This is an optimization exercise on Yosys and OpenROAD, whose aim is small area and a short achievable clock period, not a production implementation. No run shown here included a check of the RTL's function; only the layout flow was run.

==> flow/design.v, too long to show whole: its modules and the start of the top module <==
// module lane_fma: 2442 lines
module lane_fma (
    input  wire        clk,
    input  wire        rst,
    input  wire        in_valid,
    input  wire [2:0]  in_op,
    input  wire [1:0]  in_mod,
    input  wire [31:0] in_a,
    input  wire [31:0] in_b,
    input  wire [31:0] in_c,
    output reg         out_valid,
    output reg  [31:0] out_res,
    output reg         out_clamp,
    output reg         out_bad
);
  // ...
==> flow/flow/run.sh <==
#!/bin/bash
# The standard layout (standard.sh, unchanged synthesis), with two
# settings outside config.mk's list: timing repair aims for 6 ns of setup
# slack, and the port buffers are buf_1 cells. make's full output goes to
# standard.log; each ORFS step logs under orfs/logs/.
export SETUP_SLACK_MARGIN=6
export BUFFER_PORTS_ARGS="-buffer_cell sky130_fd_sc_hd__buf_1"
bash standard.sh > standard.log 2>&1
==> flow/standard.sh <==
#!/bin/bash
# synth_recipe.tcl (not shown) runs the flow's synth.tcl, then flattens the netlist and writes it again
# the make line also repeats each setting of config.mk as NAME=value (left out here)
make -C /OpenROAD-flow-scripts/flow DESIGN_CONFIG=/design/flow/config.mk WORK_HOME=/design/flow/orfs CLKGATE_MAP_FILE= SYNTH_SCRIPT=/design/flow/synth_recipe.tcl "${@:-finish}"
==> flow/config.mk <==
export PLATFORM = sky130hd
export DESIGN_NAME = lane_fma
export DESIGN_NICKNAME = lane_fma
export VERILOG_FILES = /design/flow/design.v
export SDC_FILE = /design/flow/constraint.sdc
export NUM_CORES = 4
export LEC_CHECK = 0
export CAP_MARGIN = 20
export CORE_MARGIN = 2
export CORE_UTILIZATION = 60
export CTS_CLUSTER_DIAMETER = 100
export CTS_CLUSTER_SIZE = 30
export SLEW_MARGIN = 20
==> flow/constraint.sdc <==
create_clock -name core_clock -period 11.0 [get_ports {clk}]
set_input_delay 2.2000 -clock core_clock [delete_from_list [all_inputs] [get_ports {clk}]]
set_output_delay 2.2000 -clock core_clock [all_outputs]
set_load 0.01 [all_outputs]
==> summary.md, run 1 <==
| Metric | Value |
|---|---|
| Status | `complete, no violations` |
| Layout cell share with drive strength beyond 1 | `0.125` |
| CP Class | `flip-flop to flip-flop` |
| Startpoint Class | `flip-flop` |
| Synth Area in Compound Gates | `0.178` |
| CP Max Fanout | `8` |
| Routability cong. | `1.00` |
| Cts repair resizes | `147` |
| Synth area leader | `dfxtp_1` |
| Async S/R FF share, synth | `0` |
| Layout non-clock buf frac | `0.0586` |
| Signal buffers | `372` |
| Worst R2R Path Depth | `15` |
| Met1 GRT Util | `0.523` |
| Clk_skew | `0.0792 ns` |
| CP delay by family, top | `simple AND/OR/NAND/NOR gates` |
| Met3 wire len | `15500 um` |
| Rows | `96` |
| CLK BUF | `23` |
| Tapcells | `931` |
| Final Cycle Share | `0.453` |
| Congestion Overflow GR | `0` |
| Hold Slack | `0.335 ns` |
| Die Footprint | `72100 sq um` |
| Via count | `39100` |
| Met2 Wirelength | `65600 um` |
| Multi-In Gates | `3862` |
| Vias in the first global route | `36500` |
| Largest family of logic cells by synthesized area | `adder cells` |
| Die height | `268 um` |
| CTS tree | `built` |
| Fin. Hold Viols | `0` |
| RSZ-0062 raised after global routing | `yes` |
| Layout area overhead | `10.7%` |
| Syn avg cell area | `8.48 sq um` |
| FMAX | `201 MHz` |
| Routed length on met1 | `57800 um` |
| Syn_nets | `5554` |
| Top cell by count, worst path | `mux2i_1` |
| Fillcell total | `5814` |
==> run 2, diff against run 1 <==
--- a/flow/design.v
+++ b/flow/design.v
@@ -2399,44 +2399,57 @@
     wire e_lt1 = lt1_c;
     wire e_eq0 = eq0_c;
     wire e_ovf = g254_c || (e254_c && mcy);
     wire e_gt1 = g127_c || (e127_c && (mcy || fnz));
     wire uf     = !r3_zero && e_lt1;                 
     wire minn   = uf && e_eq0 && mall;               
     wire ovf    = !r3_zero && !e_lt1 && e_ovf;       
     wire normal = !r3_zero && !e_lt1 && !e_ovf;
+    reg        q_sp_hit, q_sp_bad, q_sp_inf, q_sp_sgn;
+    reg        q_normal, q_ovf, q_uf, q_minn, q_zero, q_gt1;
+    reg [1:0]  q_mod;
+    reg [31:0] q_ar;
+    always @(posedge clk) begin
+        if (rst) out_valid <= 1'b0;
+        else     out_valid <= r3_valid;
+        out_clamp <= !r3_sp_hit && ovf;
+        out_bad   <= r3_sp_hit && r3_sp_bad;
+        q_sp_hit  <= r3_sp_hit;
+        q_sp_bad  <= r3_sp_bad;
+        q_sp_inf  <= r3_sp_inf;
+        q_sp_sgn  <= r3_sp_sgn;
+        q_normal  <= normal;
+        q_ovf     <= ovf;
+        q_uf      <= uf;
+        q_minn    <= minn;
+        q_zero    <= r3_zero;
+        q_gt1     <= e_gt1;
+        q_mod     <= r3_mod;
+        q_ar      <= {r3_sign, eout, frac};
+    end
+    wire q_sign = q_ar[31];
     reg [31:0] pre_res;
     always @(*) begin
-        if (r3_sp_hit)
-            pre_res = r3_sp_bad ? 32'd0 : {r3_sp_sgn, {8{r3_sp_inf}}, 23'd0};
-        else if (normal)
-            pre_res = {r3_sign, eout, frac};
-        else if (ovf)
-            pre_res = {r3_sign, 31'h7F7F_FFFF};
-        else if (uf)
-            pre_res = {r3_sign, 7'd0, minn, 23'd0};
+        if (q_sp_hit)
+            pre_res = q_sp_bad ? 32'd0 : {q_sp_sgn, {8{q_sp_inf}}, 23'd0};
+        else if (q_normal)
+            pre_res = q_ar;
+        else if (q_ovf)
+            pre_res = {q_sign, 31'h7F7F_FFFF};
+        else if (q_uf)
+            pre_res = {q_sign, 7'd0, q_minn, 23'd0};
         else
             pre_res = 32'd0;                              
     end
-    wire pre_clamp = !r3_sp_hit && ovf;
-    wire pre_bad   = r3_sp_hit && r3_sp_bad;
-    wire sp_val = r3_sp_inf && !r3_sp_bad;
-    wire sg  = r3_sp_hit ? (r3_sp_sgn && !r3_sp_bad) : (r3_sign && !r3_zero);
-    wire gt1 = r3_sp_hit ? sp_val : (ovf || (normal && e_gt1));
-    wire nz  = r3_sp_hit ? sp_val : (!r3_zero && (!uf || minn));
-    wire m1  = (r3_mod == 2'b01);
-    wire m2  = (r3_mod == 2'b10);
-    reg [31:0] lim_res;
+    wire sp_val = q_sp_inf && !q_sp_bad;
+    wire sg  = q_sp_hit ? (q_sp_sgn && !q_sp_bad) : (q_sign && !q_zero);
+    wire gt1 = q_sp_hit ? sp_val : (q_ovf || (q_normal && q_gt1));
+    wire nz  = q_sp_hit ? sp_val : (!q_zero && (!q_uf || q_minn));
+    wire m1  = (q_mod == 2'b01);
+    wire m2  = (q_mod == 2'b10);
     always @(*) begin
-        if ((m1 || m2) && !sg && gt1) lim_res = 32'h3F80_0000;
-        else if (m1 && sg && gt1)      lim_res = 32'hBF80_0000;
-        else if (m2 && sg && nz)       lim_res = 32'd0;
-        else                           lim_res = pre_res;
-    end
-    always @(posedge clk) begin
-        if (rst) out_valid <= 1'b0;
-        else     out_valid <= r3_valid;
-        out_res   <= lim_res;
-        out_clamp <= pre_clamp;
-        out_bad   <= pre_bad;
+        if ((m1 || m2) && !sg && gt1) out_res = 32'h3F80_0000;
+        else if (m1 && sg && gt1)      out_res = 32'hBF80_0000;
+        else if (m2 && sg && nz)       out_res = 32'd0;
+        else                           out_res = pre_res;
     end
 endmodule
==> flow/config.mk (replaced) <==
export PLATFORM = sky130hd
export DESIGN_NAME = lane_fma
export DESIGN_NICKNAME = lane_fma
export VERILOG_FILES = /design/flow/design.v
export SDC_FILE = /design/flow/constraint.sdc
export NUM_CORES = 4
export LEC_CHECK = 0
export CAP_MARGIN = 20
export CORE_MARGIN = 2
export CORE_UTILIZATION = 60
export SLEW_MARGIN = 20
==> summary.md, run 2 <==
| Metric | Value |
|---|---|
| Status | `complete, no violations` |
| Setup TNS | `0 ns` |
| Post-synthesis sequential area ratio | `0.195` |
| Mapped Area | `42800 sq um` |
| Worst-Skew Late Latency | `0.63 ns` |
| Fillcell total | `5984 (+2.9%)` |
| Routed vias/inst | `6.63` |
| Layout area overhead | `10.8% (about the same)` |
| WP data arrival | `5.44 ns` |
| Sink Count | `417` |
| Clk_skew | `0.0405 ns (-0.0387 ns)` |
| Detailed placer's ending HPWL | `110000 um` |
| RSZ-0062 raised after global routing | `yes` |
| Die Footprint | `73500 sq um (+2.1%)` |
| Die Width | `271 um` |
| Total CTS buffers | `48` |
| Nets | `5679` |
| Via count | `40100 (+2.8%)` |
| CP Max Fanout | `27 (+19)` |
| CP Capture Type | `flip-flop` |
| Slew @ Worst Pin | `1.06 ns` |
| Final Cycle Share | `0.450 (-0.00267)` |
| Yosys warning total | `1` |
| Multi-input combinational cell area | `32500 sq um` |
| Final setup vio count | `0` |
| Global-route wire length before repair | `235000 um` |
| Most frequent cells after synthesis | `nand2_1, dfxtp_1, xnor2_1, inv_1, nor2_1` |
| GR met2 Demand/Resource | `0.641` |
| Largest net degree at the start of global routing | `66` |
| Met1 GRT Util | `0.530 (+0.00731)` |
| Syn avg cell area | `8.46 sq um (-0.26%)` |
| # port buffers | `138` |
| Placed Cells | `5865` |
| Finished Layout Cells | `6053` |
| Async S/R FF share, synth | `0 (unchanged)` |
| Ranking of synthesized cells by area | `dfxtp_1, fa_1, xnor2_1` |
| Total core area | `70400 sq um` |
| Yosys top cell area share | `0.195` |
| Commonest non-fill, non-tap cell in the layout | `nand2_1` |
| Die height | `271 um (+1.0%)` |
| CTS tree | `built` |
| Startpoint Class | `flip-flop` |
| Initial core utilization | `0.608` |
| Congestion Overflow GR | `0 (unchanged)` |
| Utilization after layout | `0.674` |
| Rel. slew slack | `0.287` |
| Final Slew Violations | `0` |
| GRT busiest layer | `met2` |
| Rows | `97 (+1.0%)` |
| Hold depth | `0` |
| Vias in the first global route | `38500 (+5.4%)` |
| DRT Pass-1 Iters | `7` |
| GRT Total Usage | `0.413` |
| Clock slew at reported path FFs | `0.06 ns` |
| Routability cong. | `1.03 (+2.5%)` |
| Layout cell share with drive strength beyond 1 | `0.114 (-0.0103)` |
| Register Area | `8380 sq um` |
| Fin. Hold Viols | `0 (unchanged)` |
| Yosys cell types | `111` |
| Top-count cell post-synth | `nand2_1` |
| CTS max path bufs | `3` |
| Gate Count Post-Synth | `5064` |
| Worst min-delay path class | `flip-flop to flip-flop` |
| WL final | `157000 um` |
| Root Driver | `clkbuf_16` |
| Max reg flops | `127` |
| Syn_nets | `5671 (+2.1%)` |
| Tmin final | `4.95 ns` |
| Synth Register Bits | `417` |
| Initial DRC Count | `4785` |
| Worst R2R Path Depth | `17 (+2)` |
| Synth area leader | `dfxtp_1` |
| Regs by FF count | `r2_q: 127 flops, r3_mag: 77 flops, q_ar: 32 flops` |
| Worst EP required | `11.49 ns` |
| Synth Flop Type | `dfxtp_1` |
| Commonest cells after routing, fill and taps aside | `nand2_1, dfxtp_1, xnor2_1, inv_1` |
| Num ports | `139` |
| H-tree Lvls | `2` |
| Post-route ant nets | `0` |
| DRC | `0` |
| Met3 Resource Use GR | `0.0868` |
| WL per Instance | `25.9 um` |
| Max_cap viols | `0` |
| Number of synthesized flops with an enable pin | `0` |
| Reg with most FFs | `r2_q` |
| FMAX | `202 MHz (+0.59%)` |
| Antenna violations before repair | `7` |
| CP Class | `flip-flop to flip-flop` |
==> run 2: cell count changes after synthesis, sizes merged, moves of 11 or more <==
cell,change
dfxtp,+12
clkbuf,+11
xor2,-17
nor3,+23
mux2i,-11
nand4,+11
inv,+25
xnor2,+15
==> run 2: worst paths after layout <==
kind,slack (ns),endpoint,from
min reg2reg,0.33,r3_sp_hit,r2_sp_hit
min,0.33,r3_sp_hit,r2_sp_hit
max reg2reg,6.05,r2_q[103],r1_shn[3]
max,6.05,r2_q[103],r1_shn[3]
==> run 2: cell families after synthesis <==
group           synth area share
simple gates               0.164
compound gates             0.179
buf+inv                   0.0670
xor+xnor                   0.112
fa+ha+maj                  0.201
flops                      0.195
mux                       0.0814
==> run 2: cell type report <==
class / count / share of cell area
Inverter: 350 / 0.0281
Timing Repair Buffer: 328 / 0.0489
Sequential cell: 417 / 0.177
Multi-Input combinational cell: 3926 / 0.685
Tap cell: 940 / 0.0248
Clock inverter: 28 / 0.00778
Antenna cell: 3 / 0.000158
Clock buffer: 60 / 0.0284
Timing Repair inverter: 1 / 0.000105
==> run 2: repair_timing <==
action / CTS / global route
cloned: 9 / 6
buffers inserted: 24 / 58
pin swaps: 9 / 35
setup endpoints to repair: 136 / 108
hold buffers: 0 / 0
resized for setup: 77 / 146
==> run 2: through the flow <==
stage	setup WS, ns	cell area (sq um)	hold slack (ns)
after CTS	6.00	46300	0.324
final	6.05	47500	0.325
after global placement	5.22	43800	0.310
after detailed placement	5.04	43800	0.312
after global routing	5.94	47500	0.328
after floorplan	6.02	42800	0.310
==> run 2: per-layer routing <==
layer | routed length (um) | vias to the layer above
li1 | - | 17600
met2 | 68700 | 2767
met3 | 17600 | 672
met5 | 55 | -
met1 | 58900 | 19000
met4 | 11500 | 8
==> run 2: worst max-delay path, stage by stage, from the launching register on <==
cell and delay [ns]:
dfxtp_2 0.52, o211a_1 0.21, o31ai_1 0.09, a21o_1 0.30, nand3_1 0.12, buf_4 0.37
mux2i_1 0.49, mux2i_1 0.20, mux2i_1 0.26, mux2i_1 0.15, a21oi_1 0.24, nor2_1 0.06
nor2_1 0.24, nor2_1 0.10, xnor2_1 0.59, fa_1 0.54, inv_1 0.07, ha_1 0.26
==> run 3, diff against run 2 <==
==> flow/flow/run.sh (replaced) <==
#!/bin/bash
# The standard layout (standard.sh, unchanged synthesis), with two
# settings outside config.mk's list: timing repair aims for 6.5 ns of setup
# slack, and the port buffers are buf_1 cells. make's full output goes to
# standard.log; each ORFS step logs under orfs/logs/.
export SETUP_SLACK_MARGIN=6.5
export BUFFER_PORTS_ARGS="-buffer_cell sky130_fd_sc_hd__buf_1"
bash standard.sh > standard.log 2>&1
==> summary.md, run 3 <==
| Metric | Value |
|---|---|
| Status | `complete, no violations` |
| Slew @ Worst Pin | `1.01 ns (-0.0470 ns)` |
| Die Footprint | `73500 sq um (unchanged)` |
| Top-count cell post-synth | `nand2_1` |
| Final Cycle Share | `0.439 (-0.0111)` |
| Via count | `41900 (+4.4%)` |
| Number of synthesized flops with an enable pin | `0 (unchanged)` |
| RSZ-0062 raised after global routing | `yes` |
| CP Class | `flip-flop to flip-flop` |
| Routed vias/inst | `6.73 (+1.6%)` |
| Startpoint Class | `flip-flop` |
| FMAX | `207 MHz (+2.5%)` |
| Routability cong. | `1.02 (-0.41%)` |
| Die height | `271 um (unchanged)` |
| Worst min-delay path class | `flip-flop to flip-flop` |
| Final Slew Violations | `0 (unchanged)` |
| Sink Count | `417 (unchanged)` |
| WL per Instance | `26.8 um (+3.5%)` |
| WL final | `167000 um (+6.4%)` |
| Async S/R FF share, synth | `0 (unchanged)` |
| Fillcell total | `5281 (-12%)` |
| Detailed placer's ending HPWL | `111000 um (+0.77%)` |
| Die Width | `271 um (unchanged)` |
| Worst EP required | `11.55 ns (+0.06 ns)` |
| Synth Flop Type | `dfxtp_1` |
| Commonest cells after routing, fill and taps aside | `nand2_1, dfxtp_1, xnor2_1, a22oi_1, nor2_1` |
| GRT Total Usage | `0.428 (+0.0154)` |
| CP Capture Type | `flip-flop` |
| Gate Count Post-Synth | `5064 (unchanged)` |
| Commonest non-fill, non-tap cell in the layout | `nand2_1` |
| Reg with most FFs | `r2_q` |
| Finished Layout Cells | `6224 (+2.8%)` |
| DR top layer | `met5` |
| Nets | `5849 (+3.0%)` |
| Post-route ant nets | `0 (unchanged)` |
| Routed length on met1 | `60000 um (+1.9%)` |
| Max reg flops | `127 (unchanged)` |
| Max_cap viols | `0 (unchanged)` |
| Global-route wire length before repair | `242000 um (+2.8%)` |
| Yosys top cell area share | `0.195 (unchanged)` |
| Initial core utilization | `0.608 (unchanged)` |
| Layout area overhead | `20.2%` |
| Synth area leader | `dfxtp_1` |
| Setup TNS | `0 ns (unchanged)` |
| Syn_nets | `5671 (unchanged)` |
| Syn avg cell area | `8.46 sq um (unchanged)` |
| Mapped Area | `42800 sq um (unchanged)` |
| Vias in the first global route | `39200 (+2.0%)` |
| Final setup vio count | `0 (unchanged)` |
| Clk_skew | `0.0326 ns (-0.00791 ns)` |
| Synth Register Bits | `417 (unchanged)` |
| Root Driver | `clkbuf_16` |
| Congestion Overflow GR | `0 (unchanged)` |
| DRC | `0 (unchanged)` |
| Met2 Wirelength | `73300 um (+6.7%)` |
| Ranking of synthesized cells by area | `dfxtp_1, fa_1, xnor2_1` |
| Rel. slew slack | `0.319 (+0.0316)` |
| Placed Cells | `5860 (-0.085%)` |
| Clock slew at reported path FFs | `0.07 ns (about the same)` |
| Total core area | `70400 sq um (unchanged)` |
| Antenna violations before repair | `7 (unchanged)` |
| Total CTS buffers | `47 (-2.1%)` |
| Met3 wire len | `19800 um (+13%)` |
| DRT Pass-1 Iters | `8 (+1)` |
| Most frequent cells after synthesis | `nand2_1, dfxtp_1, xnor2_1, inv_1, nor2_1` |
| WP data arrival | `5.38 ns (-0.06 ns)` |
| Tmin final | `4.83 ns (-0.122 ns)` |
| Regs by FF count | `r2_q: 127 flops, r3_mag: 77 flops, q_ar: 32 flops` |
| Num ports | `139 (unchanged)` |
| Rows | `97 (unchanged)` |
| Layout cell share with drive strength beyond 1 | `0.217 (+0.103)` |
| # port buffers | `138 (unchanged)` |
| Initial DRC Count | `6062 (+27%)` |
| Yosys warning total | `1 (unchanged)` |
| Largest net degree at the start of global routing | `61 (-7.6%)` |
| Worst-Skew Late Latency | `0.63 ns (about the same)` |
| H-tree Lvls | `2 (unchanged)` |
| CTS tree | `built` |
| Fin. Hold Viols | `0 (unchanged)` |
| Yosys cell types | `111 (unchanged)` |
| CTS max path bufs | `3 (unchanged)` |
| Post-synthesis sequential area ratio | `0.195 (unchanged)` |
| CP Max Fanout | `8 (-70%)` |
-- run 3: cell counts after synthesis --
No cell type changed its count.
-- run 3: critical path, stage by stage (launching register included) --
cell,delay (ns)
dfxtp_2,0.35
inv_1,0.07
ha_4,0.32
nand4_1,0.22
or4_4,0.57
a211o_1,0.29
o211ai_4,0.13
o41a_4,0.29
buf_12,0.16
buf_8,0.14
o211ai_1,0.10
a31oi_1,0.27
xnor2_1,0.16
or4_4,0.60
nor4b_4,0.26
nor2b_4,0.23
nand3_4,0.22
clkinv_8,0.14
mux2i_1,0.21
-- run 3: final cells by class --
class	count	area (sq um)	share of cell area
Tap cell	940	1180	0.0229
Timing Repair Buffer	492	4480	0.0871
Antenna cell	4	10.0	0.000195
Multi-Input combinational cell	3933	34400	0.668
Inverter	350	1340	0.0260
Clock buffer	63	1350	0.0262
Sequential cell	417	8420	0.164
Clock inverter	24	305	0.00593
Timing Repair inverter	1	8.76	0.000170
-- run 3: stage by stage --
| step | worst slack, ns | util | hold slack (ns) | cell area [sq um] |
|---|---|---|---|---|
| after floorplan | 6.23 | - | 0.310 | 43200 |
| after global placement | 5.23 | 0.624 | 0.310 | 43900 |
| after detailed placement | 5.12 | 0.624 | 0.313 | 43900 |
| after CTS | 6.33 | 0.690 | 0.320 | 48600 |
| after global routing | 6.11 | 0.731 | 0.327 | 51500 |
| final | 6.17 | 0.731 | 0.313 | 51500 |
-- run 3: path summary, 6_finish.rpt --
check        cells past startpoint      start  slack, ns    endpoint
max reg2reg                     18   r2_q[61]       6.17  r3_mag[64]
max                             18   r2_q[61]       6.17  r3_mag[64]
min                              0  r2_sp_inf       0.31   r3_sp_inf
min reg2reg                      0  r2_sp_inf       0.31   r3_sp_inf
-- run 3: routing by layer --
metal | vias up | GRT usage
li1 | 18000 | -
met1 | 19900 | 0.542
met2 | 3170 | 0.664
met3 | 820 | 0.0966
met4 | 7 | 0.270
met5 | - | 0.00642
-- run 3: cells by family (layout without fill, tap and decap cells) --
group                    Yosys count  after routing  synth area share
AO/OA/AOI/OAI                   1134           1135             0.179
XOR/XNOR                         550            550             0.112
adder cells (fa/ha/maj)          504            504             0.201
buffers and inverters            726            930            0.0670
flip-flops                       417            417             0.195
multiplexers                     247            250            0.0814
other                              0              4                 0
AND/OR/NAND/NOR                 1486           1494             0.164
-- run 3: timing repair --
action                     in CTS  in global routing
hold endpoints to repair        0                  0
buffers inserted              105                120
setup endpoints to repair     172                135
resized for setup             344                387
cloned                         35                 13
pin swaps                     124                192
hold buffers                    0                  0

-- port drivers added, routing unchanged --
The results above use ideal ports. As a check the final layouts listed here were re-extracted and re-timed, cells and wires unchanged.
Step 1 assumes that a clkbuf_16 drives the clock port and a buf_2 every other input.
Step 2 times the ports against the registers' clock, not the clock port: input delays grow and output delays shrink by t, the midpoint of the rising clock arrivals with the driver on.
Slacks: ideal ports / drivers / drivers and shift; pairs: ideal ports / drivers.
run	shift t [ns]	slack for setup (ns)	hold WS [ns]	worst slew at a driven data input, ns	pins driven straight from the clock port
run 1	0.667	6.017 / 6.017 / 5.598	0.335 / 0.335 / 0.335	0.08	1
run 2	0.674	6.046 / 6.046 / 5.584	0.325 / 0.325 / 0.325	0.04	1
run 3	0.686	6.168 / 6.168 / 5.874	0.313 / 0.313 / 0.313	0.06	1
After both steps setup and hold are still met in every run listed. For run 2, which loses most, drivers alone change the setup slack by 0.000 ns; drivers and shift together by -0.462 ns.
